Context: an optimization exercise on an open-source flow, tuned for small area and a short achievable clock period. The choices shown serve that exercise and are no tape-out recipe. In this exercise RTL edits were held to simulation tests only and were not proved equivalent to the original. Power figures rest on the tool's default switching activity, not on a simulated workload.

== alpha ==
## long_acc4
module long_acc4 (
    input  wire         clk,
    input  wire         rst,
    input  wire [1:0]   cmd,
    input  wire [8:0]   open_w,
    input  wire [5:0]   open_c,
    input  wire         open_clamp,
    input  wire         open_lost,
    input  wire [3:0]   fmt_a,
    input  wire [15:0]  a,
    input  wire [7:0]   scale_a,
    input  wire [3:0]   fmt_b,
    input  wire [63:0]  b,
    input  wire [31:0]  scale_b,
    output reg          out_valid,
    output wire [511:0] out_acc,
    output wire         out_clamp,
    output wire         out_lost
);
clock: 26.0 ns
lec_check: 0
cap_margin: 20
core_margin: 2
core_utilization: 35
slew_margin: 20
standard.sh (not shown) runs the stock make flow with config.mk's settings and CLKGATE_MAP_FILE= SYNTH_SCRIPT=/design/flow/synth_recipe.tcl, a recipe that flattens the netlist after the stock synthesis.
==> flow/flow/run.sh <==
#!/bin/bash
# The standard layout, with plain buffers (not delay buffers) on the ports,
# stronger ones on the inputs, and timing repair aimed at 19.3 ns of setup slack.
set -uo pipefail
export BUFFER_PORTS_ARGS="-buffer_cell sky130_fd_sc_hd__buf_1"
export POST_GLOBAL_PLACE_TCL="$PWD/flow/post_gp.tcl"
export SETUP_SLACK_MARGIN=19.3
bash standard.sh > standard.log 2>&1
==> flow/flow/post_gp.tcl <==
# Input port buffers: a stronger buffer than the output ports get, since each
# input fans out to many cells.
set block [ord::get_db_block]
set n 0
foreach inst [$block getInsts] {
  if {[string match "input*" [$inst getName]] &&
      [[$inst getMaster] getName] eq "sky130_fd_sc_hd__buf_1"} {
    replace_cell [$inst getName] sky130_fd_sc_hd__buf_4
    incr n
  }
}
puts "post_gp: resized $n input port buffers"
Edits applied to the flow inputs when going from alpha to beta:
-- flow/flow/run.sh --
<<< alpha, line 2
# The standard layout, with plain buffers (not delay buffers) on the ports,
# stronger ones on the inputs, and timing repair aimed at 19.3 ns of setup slack.
set -uo pipefail
>>> beta, line 2
# The standard layout, with plain buffers (not delay buffers) on the ports,
# stronger ones on the inputs and outputs, and timing repair aimed at 19.3 ns of setup slack.
set -uo pipefail
==> flow/flow/post_gp.tcl <==
# Port buffers: inputs fan out to many cells and get a strong buffer; outputs
# drive only the pin and get a small one.
set block [ord::get_db_block]
set ni 0
set no 0
foreach inst [$block getInsts] {
  set name [$inst getName]
  if {[[$inst getMaster] getName] ne "sky130_fd_sc_hd__buf_1"} { continue }
  if {[string match "input*" $name]} {
    replace_cell $name sky130_fd_sc_hd__buf_4
    incr ni
  } elseif {[string match "output*" $name]} {
    replace_cell $name sky130_fd_sc_hd__buf_2
    incr no
  }
}
puts "post_gp: resized $ni input and $no output port buffers"
--- outcome ---
- On beta: CTS buffer count is about 0.9% higher than what alpha gave.
- Summary of beta over alpha: multi-input combinational gate total was more or less identical, maximum clock insertion buffer count was more or less identical.
- Relative to alpha, beta degrades power consumption.
- Relative to alpha, the met3 wirelength from detailed routing measured on beta has decreased slightly.
- Core utilization: beta higher than alpha
- beta — register-to-register slack 0.02 ns lower, alpha as reference
- On final worst hold slack, alpha and beta are basically level.
- Compared with alpha, in beta post-CTS setup repair buffer count went up by 1, non-clock buffer count shows an increase of 19.

* * *

long_acc4, a different RTL version from the one above (not shown whole).
Size in the first run: ~930 flip-flops, ~660 I/O pins, ~81000 um^2 of cells after synthesis.
// long_acc4
module long_acc4 (
    input  wire         clk,
    input  wire         rst,
    input  wire [1:0]   cmd,
    input  wire [8:0]   open_w,
    input  wire [5:0]   open_c,
    input  wire         open_clamp,
    input  wire         open_lost,
    input  wire [3:0]   fmt_a,
    input  wire [15:0]  a,
    input  wire [7:0]   scale_a,
    input  wire [3:0]   fmt_b,
    input  wire [63:0]  b,
    input  wire [31:0]  scale_b,
    output reg          out_valid,
    output wire [511:0] out_acc,
    output wire         out_clamp,
    output wire         out_lost
);
Settings: LEC_CHECK=0, CAP_MARGIN=20, CORE_MARGIN=2, CORE_UTILIZATION=35, CTS_CLUSTER_DIAMETER=100, CTS_CLUSTER_SIZE=18, SLEW_MARGIN=20; clock period 26.0 ns.
==> flow/flow/run.sh <==
#!/bin/bash
# The standard layout, with plain buffers (not delay buffers) on the ports and
# timing repair aimed at 19.3 ns of setup slack.
set -uo pipefail
export BUFFER_PORTS_ARGS="-buffer_cell sky130_fd_sc_hd__buf_1"
export SETUP_SLACK_MARGIN=19.3
bash standard.sh > standard.log 2>&1
The starting point finished with timing, DRC and antenna clean.
==> next run, changes <==
==> flow/flow/run.sh (replaced) <==
#!/bin/bash
# The standard layout, with plain buffers (not delay buffers) on the ports and
# timing repair aimed at 19.2 ns of setup slack.
set -uo pipefail
export BUFFER_PORTS_ARGS="-buffer_cell sky130_fd_sc_hd__buf_1"
export SETUP_SLACK_MARGIN=19.2
bash standard.sh > standard.log 2>&1
Settings changed: CTS_CLUSTER_DIAMETER 100 to default, CTS_CLUSTER_SIZE 18 to default.
The changed run completed without violations.
First-iteration DRC count climbs by a little under a tenth.
Worst hold slack degrades by 0.0043 ns.
Total power climbs by a few percent.
Sequential share of layout area drops by 0.37 points.
Synthesized area is unchanged.
Combinational power hardly moves.
Via count climbs slightly.
Critical path depth is unchanged.
Cell count climbs slightly.
Global-route usage barely changes.
Setup slack degrades by 0.084 ns.
==> next run, changes <==
==> flow/flow/run.sh (replaced) <==
#!/bin/bash
# The standard layout, with plain buffers (not delay buffers) on the ports and
# timing repair aimed at 19.3 ns of setup slack.
set -uo pipefail
export BUFFER_PORTS_ARGS="-buffer_cell sky130_fd_sc_hd__buf_1"
export SETUP_SLACK_MARGIN=19.3
bash standard.sh > standard.log 2>&1
Settings changed: CORE_UTILIZATION 35 to 40.
Maximum frequency came out higher slightly.
Clock-buffer cell count rises by 12.
Global-route usage goes up by 3.3 points.
Hold slack hardly moves.
Synthesized area is unchanged.
Worst setup slack is better by 0.10 ns.
Wire length went down by a few percent.
Die area is lower by roughly a tenth.
==> next run, changes <==
Settings changed: CAP_MARGIN 20 to 10, CORE_UTILIZATION 40 to 35, CTS_CLUSTER_DIAMETER from default to 110, CTS_CLUSTER_SIZE from default to 22, SLEW_MARGIN 20 to 10.
Via count drops by 0.54%.
Non-clock buffer count went up by 3.
Maximum frequency barely changes.

==> what the ideal ports hide <==
No port has a modelled driver above. Below, the same layouts with a new extraction and two added sets of constraints.
Step 1, drivers: a clkbuf_16 drives clk and a buf_2 each remaining input, both assumed.
Step 2 moves the port delays by t, midway between the first and last clock arrival at a register: inputs arrive t later, outputs are due t later. That takes back most of the time a late clock gives input paths.
Three values: ideal ports, drivers, drivers and shift; two values: the first two.
run | t, ns | setup slack, ns | worst slew at a driven data input, ns | pins driven straight from the clock port
alpha | 0.906 | 19.321 / 19.218 / 18.620 | 0.11 | 1
beta | 0.899 | 19.315 / 19.215 / 18.666 | 0.10 | 1
the first run of note 2 | 0.850 | 19.318 / 19.223 / 18.713 | 0.09 | 1
the second run of note 2 | 0.889 | 19.233 / 19.138 / 18.493 | 0.10 | 1
the third run of note 2 | 0.877 | 19.335 / 19.248 / 18.538 | 0.09 | 1
the fourth run of note 2 | 0.880 | 19.324 / 19.225 / 18.658 | 0.10 | 1
After both steps every run listed still meets setup and hold. The setup slack of the third run of note 2, which loses most, moves by -0.087 ns with the drivers and by -0.797 ns with both steps.
